Background: an optimization exercise with open tools, aiming at small area, a short achievable clock period and few clock cycles per item. Do not read the settings as production practice.
Function was checked by simulation only, so behaviour that the tests miss may differ from the original.

==> flow/design.v <==
module edge_predict (
  input  wire        clk,
  input  wire        rst,       
  input  wire        start,     
  input  wire [63:0] t_a,       
  input  wire [63:0] t_b,       
  input  wire [63:0] w_a,       
  input  wire [63:0] w_b,       
  input  wire [63:0] x,         
  output reg         busy,
  output reg         done,      
  output wire [63:0] result     
);
  localparam KD  = 3;                        
  localparam KM  = 6;                        
  localparam NG  = (32 + KM - 1) / KM;       
  localparam WM  = NG * KM;                  
  localparam PAD = (KD - (9 % KD)) % KD;
  localparam B   = 8 + WM + KD + PAD;        
  localparam WE  = KD + PAD;                 
  localparam WV  = WE + 57 + WM;             
  localparam C0  = (9 + KD + PAD) / KD;      
  localparam WS  = 57 + KM;                  
  localparam [2:0] S_IDLE = 3'd0, S_PREP = 3'd1, S_MUL = 3'd2, S_NORM = 3'd3,
                   S_DIV = 3'd4, S_FIN = 3'd5;
  reg  [2:0]    state;
  reg  [63:0]   T;         
  reg  [63:0]   A;         
  reg  [WV-1:0] V;         
  reg  [47:0]   D;         
  reg  [NG-1:0] TH;        
  reg  [5:0]    cnt;       
  reg           first;     
  assign result = T;
  wire [56:0] acc  = V[56+WM:WM];
  wire [WM-1:0] mq = V[WM-1:0];
  wire        prep = (state == S_PREP);
  reg  [WS-1:0] cs_s, cs_c, pp, t_s;
  integer j;
  always @* begin
    cs_s = {{KM{acc[56]}}, acc};
    cs_c = {{(WS-1){1'b0}}, prep};
    for (j = 0; j < KM; j = j + 1) begin
      if (prep)
        pp = (j == 0) ? {{KM{A[56]}}, A[56:0]} : {WS{1'b0}};
      else
        pp = mq[j] ? ({{KM{A[56]}}, A[56:0]} << j) : {WS{1'b0}};
      t_s  = cs_s ^ cs_c ^ pp;
      cs_c = ((cs_s & cs_c) | (cs_s & pp) | (cs_c & pp)) << 1;
      cs_s = t_s;
    end
  end
  wire [WS-1:0] msum = cs_s + cs_c;
  wire [WM-1:0] m_next = {msum[KM-1:0], mq[WM-1:KM]};
  reg  [NG-1:0] grp_nz;
  integer g;
  always @* begin
    for (g = 0; g < NG; g = g + 1)
      grp_nz[g] = |m_next[g*KM +: KM];
  end
  wire mul_more = |(grp_nz & (TH >> 1));
  wire norm_shift = (D[47:48-KD] == {KD{1'b0}}) && (D[47-KD:0] != {(48-KD){1'b0}});
  wire [47:0] D_sh = norm_shift ? {D[47-KD:0], {KD{1'b0}}} : D;
  wire norm_more = (D_sh[47:48-KD] == {KD{1'b0}}) && (D_sh[47-KD:0] != {(48-KD){1'b0}});
  reg [48:0] r;
  reg [49:0] ds;
  reg [KD-1:0] dig;
  integer k;
  always @* begin
    r = V[WV-1:B];
    for (k = 0; k < KD; k = k + 1) begin
      dig[KD-1-k] = ~r[48];
      ds = {r, V[B-1-k]} + (r[48] ? {2'b00, D} : ~{2'b00, D}) + {49'd0, ~r[48]};
      r  = ds[48:0];
    end
  end
  wire s0 = V[WV-1];
  wire [63:0] q_next = first ? {{(64-KD+1){s0}}, dig[KD-2:0]}
                             : {A[63-KD:0], dig};
  wire [31:0] dt  = T[31:0] - V[31:0];
  wire [47:0] dwn = A[47:0] + D;             
  wire [63:0] fin_sum = T + A + {63'd0, ~V[WV-1]};
  always @(posedge clk) begin
    if (rst) begin
      state <= S_IDLE;
      busy  <= 1'b0;
      done  <= 1'b0;
    end else begin
      done <= 1'b0;
      case (state)
        S_IDLE: if (start) begin
          state <= S_PREP;
          busy  <= 1'b1;
        end
        S_PREP: state <= S_MUL;
        S_MUL:  if (!mul_more) state <= norm_more ? S_NORM : S_DIV;
        S_NORM: if (!norm_more) state <= S_DIV;
        S_DIV:  if (cnt == 6'd1) state <= S_FIN;
        S_FIN: begin
          state <= S_IDLE;
          busy  <= 1'b0;
          done  <= 1'b1;
        end
        default: state <= S_IDLE;
      endcase
    end
  end
  always @(posedge clk) begin
    first <= 1'b0;
    case (state)
      S_IDLE: begin              
        T <= t_a;
        A <= {7'd0, ~w_a[56:0]};
        V <= {{WE{1'b0}}, x[56:0], {(WM-32){1'b0}}, t_b[31:0]};
        D <= w_b[47:0];
      end
      S_PREP: begin
        A   <= {{7{msum[56]}}, msum[56:0]};
        V   <= {{(WE+57){1'b0}}, {(WM-32){1'b0}}, dt};
        D   <= ~dwn;
        TH  <= {NG{1'b1}};
        cnt <= C0;
      end
      S_MUL: begin
        V   <= {{WE{msum[WS-1]}}, msum[WS-1:KM], m_next};
        TH  <= TH >> 1;
        D   <= D_sh;
        cnt <= cnt + KM/KD + {5'd0, norm_shift};
        first <= 1'b1;
      end
      S_NORM: begin
        D   <= D_sh;
        cnt <= cnt + {5'd0, norm_shift};
        first <= 1'b1;
      end
      S_DIV: begin
        V   <= {r, V[B-1:0] << KD};
        A   <= q_next;
        cnt <= cnt - 6'd1;
      end
      S_FIN: T <= fin_sum;
      default: ;
    endcase
  end
endmodule
make LEC_CHECK=0 CAP_MARGIN=20 CORE_MARGIN=2 CORE_UTILIZATION=40 SLEW_MARGIN=20 finish   # period 50.0 ns
run.sh (not shown) runs the stock make flow with config.mk's settings and CLKGATE_MAP_FILE= SYNTH_SCRIPT=/design/flow/synth_recipe.tcl, a recipe that flattens the netlist after the stock synthesis.
Testbench counts at the start, summed over its fixed seeds: cycles 10,842, items 512.
==> next run, changes <==
--- a/flow/design.v
+++ b/flow/design.v
@@ -20,7 +20,7 @@
   localparam WE  = KD + PAD;                 
   localparam WV  = WE + 57 + WM;             
   localparam C0  = (9 + KD + PAD) / KD;      
-  localparam WS  = 57 + KM;                  
+  localparam WS  = 64;                       
   localparam [2:0] S_IDLE = 3'd0, S_PREP = 3'd1, S_MUL = 3'd2, S_NORM = 3'd3,
                    S_DIV = 3'd4, S_FIN = 3'd5;
   reg  [2:0]    state;
@@ -35,16 +35,18 @@
   wire [56:0] acc  = V[56+WM:WM];
   wire [WM-1:0] mq = V[WM-1:0];
   wire        prep = (state == S_PREP);
+  wire        fin  = (state == S_FIN);
+  wire        mul  = (state == S_MUL);
   reg  [WS-1:0] cs_s, cs_c, pp, t_s;
   integer j;
   always @* begin
-    cs_s = {{KM{acc[56]}}, acc};
-    cs_c = {{(WS-1){1'b0}}, prep};
+    cs_s = fin ? T : {{(WS-57){acc[56]}}, acc};
+    cs_c = {{(WS-1){1'b0}}, prep | (fin & ~V[WV-1])};
     for (j = 0; j < KM; j = j + 1) begin
-      if (prep)
-        pp = (j == 0) ? {{KM{A[56]}}, A[56:0]} : {WS{1'b0}};
+      if (j == 0)
+        pp = (prep | fin | mq[0]) ? A : {WS{1'b0}};
       else
-        pp = mq[j] ? ({{KM{A[56]}}, A[56:0]} << j) : {WS{1'b0}};
+        pp = (mul & mq[j]) ? (A << j) : {WS{1'b0}};
       t_s  = cs_s ^ cs_c ^ pp;
       cs_c = ((cs_s & cs_c) | (cs_s & pp) | (cs_c & pp)) << 1;
       cs_s = t_s;
@@ -78,8 +80,28 @@
   wire [63:0] q_next = first ? {{(64-KD+1){s0}}, dig[KD-2:0]}
                              : {A[63-KD:0], dig};
   wire [31:0] dt  = T[31:0] - V[31:0];
+  reg  [NG-1:0] g_hi, g_lo;
+  reg           w3, above;
+  integer h;
+  always @* begin
+    w3 = 1'b0; above = 1'b0;
+    for (h = NG - 1; h >= 0; h = h - 1) begin
+      g_hi[h] = |(({{(WM-32){1'b0}}, dt} >> (h*KM+3)) & 3'b111);
+      g_lo[h] = |(({{(WM-32){1'b0}}, dt} >> (h*KM)) & 3'b111);
+      if (!above && !g_hi[h] && g_lo[h]) w3 = 1'b1;
+      above = above | g_hi[h] | g_lo[h];
+    end
+  end
+  wire [WM-1:0] dt_al = w3 ? ({{(WM-32){1'b0}}, dt} << 3) : {{(WM-32){1'b0}}, dt};
   wire [47:0] dwn = A[47:0] + D;             
-  wire [63:0] fin_sum = T + A + {63'd0, ~V[WV-1]};
+  wire [56:0] dx0 = msum[56:0];
+  wire        za  = (dx0[56:50] == {7{dx0[56]}});
+  wire [56:0] dx1 = za ? {dx0[50:0], 6'd0} : dx0;
+  wire        zb  = (dx1[56:50] == {7{dx1[56]}});
+  wire [56:0] dx2 = zb ? {dx1[50:0], 6'd0} : dx1;
+  wire        zc  = (dx2[56:53] == {4{dx2[56]}}) & ~(za & zb & w3);
+  wire [56:0] dx3 = zc ? {dx2[53:0], 3'd0} : dx2;
+  wire [5:0]  c0z = C0 - {4'd0, za, 1'b0} - {4'd0, zb, 1'b0} - {5'd0, zc} - {5'd0, w3};
   always @(posedge clk) begin
     if (rst) begin
       state <= S_IDLE;
@@ -115,14 +137,14 @@
         D <= w_b[47:0];
       end
       S_PREP: begin
-        A   <= {{7{msum[56]}}, msum[56:0]};
-        V   <= {{(WE+57){1'b0}}, {(WM-32){1'b0}}, dt};
+        A   <= {{7{dx3[56]}}, dx3};
+        V   <= {{(WE+57){1'b0}}, dt_al};
         D   <= ~dwn;
         TH  <= {NG{1'b1}};
-        cnt <= C0;
+        cnt <= c0z;
       end
       S_MUL: begin
-        V   <= {{WE{msum[WS-1]}}, msum[WS-1:KM], m_next};
+        V   <= {{WE{msum[56+KM]}}, msum[56+KM:KM], m_next};
         TH  <= TH >> 1;
         D   <= D_sh;
         cnt <= cnt + KM/KD + {5'd0, norm_shift};
@@ -138,7 +160,7 @@
         A   <= q_next;
         cnt <= cnt - 6'd1;
       end
-      S_FIN: T <= fin_sum;
+      S_FIN: T <= msum;
       default: ;
     endcase
   end
Effect: The changed run completed with no timing, DRC or antenna violations. Synthesized area went up by 2.4%. Core utilization is lower by 0.15 points. Worst hold slack gets worse by 5.3 ps. Setup slack gets worse by 2200 ps. Via count goes up by 7.6%. Wire length went up by 17%. Cell area goes up by 2.5%. Die area rose by 2.3%.
Testbench counts after the change, summed over its fixed seeds: cycles 9,442, items 512.

-- afterwards: timing with drivers on the ports --
In the flow no input, the clock included, has a driving cell. The finished layouts below were timed again as built, in two steps. Step 1: set_driving_cell puts a clkbuf_16 on clk and a buf_2 on each other input, an assumption about the parent block. Step 2 also shifts input and output timing later by t, the mid clock arrival at the registers, as if the neighbouring blocks saw the same clock. Three values: ideal, step 1, step 2; two values: the first two.
run | shift t [ns] | setup slack, ns | worst setup path at the end | latest minus earliest clock arrival (ns)
the first run | 0.656 | 37.436 / 37.436 / 37.436 | register to register | 0.031 / 0.032
the second run | 0.724 | 35.202 / 35.202 / 35.202 | register to register | 0.031 / 0.031
After both steps every run listed still meets setup and hold.
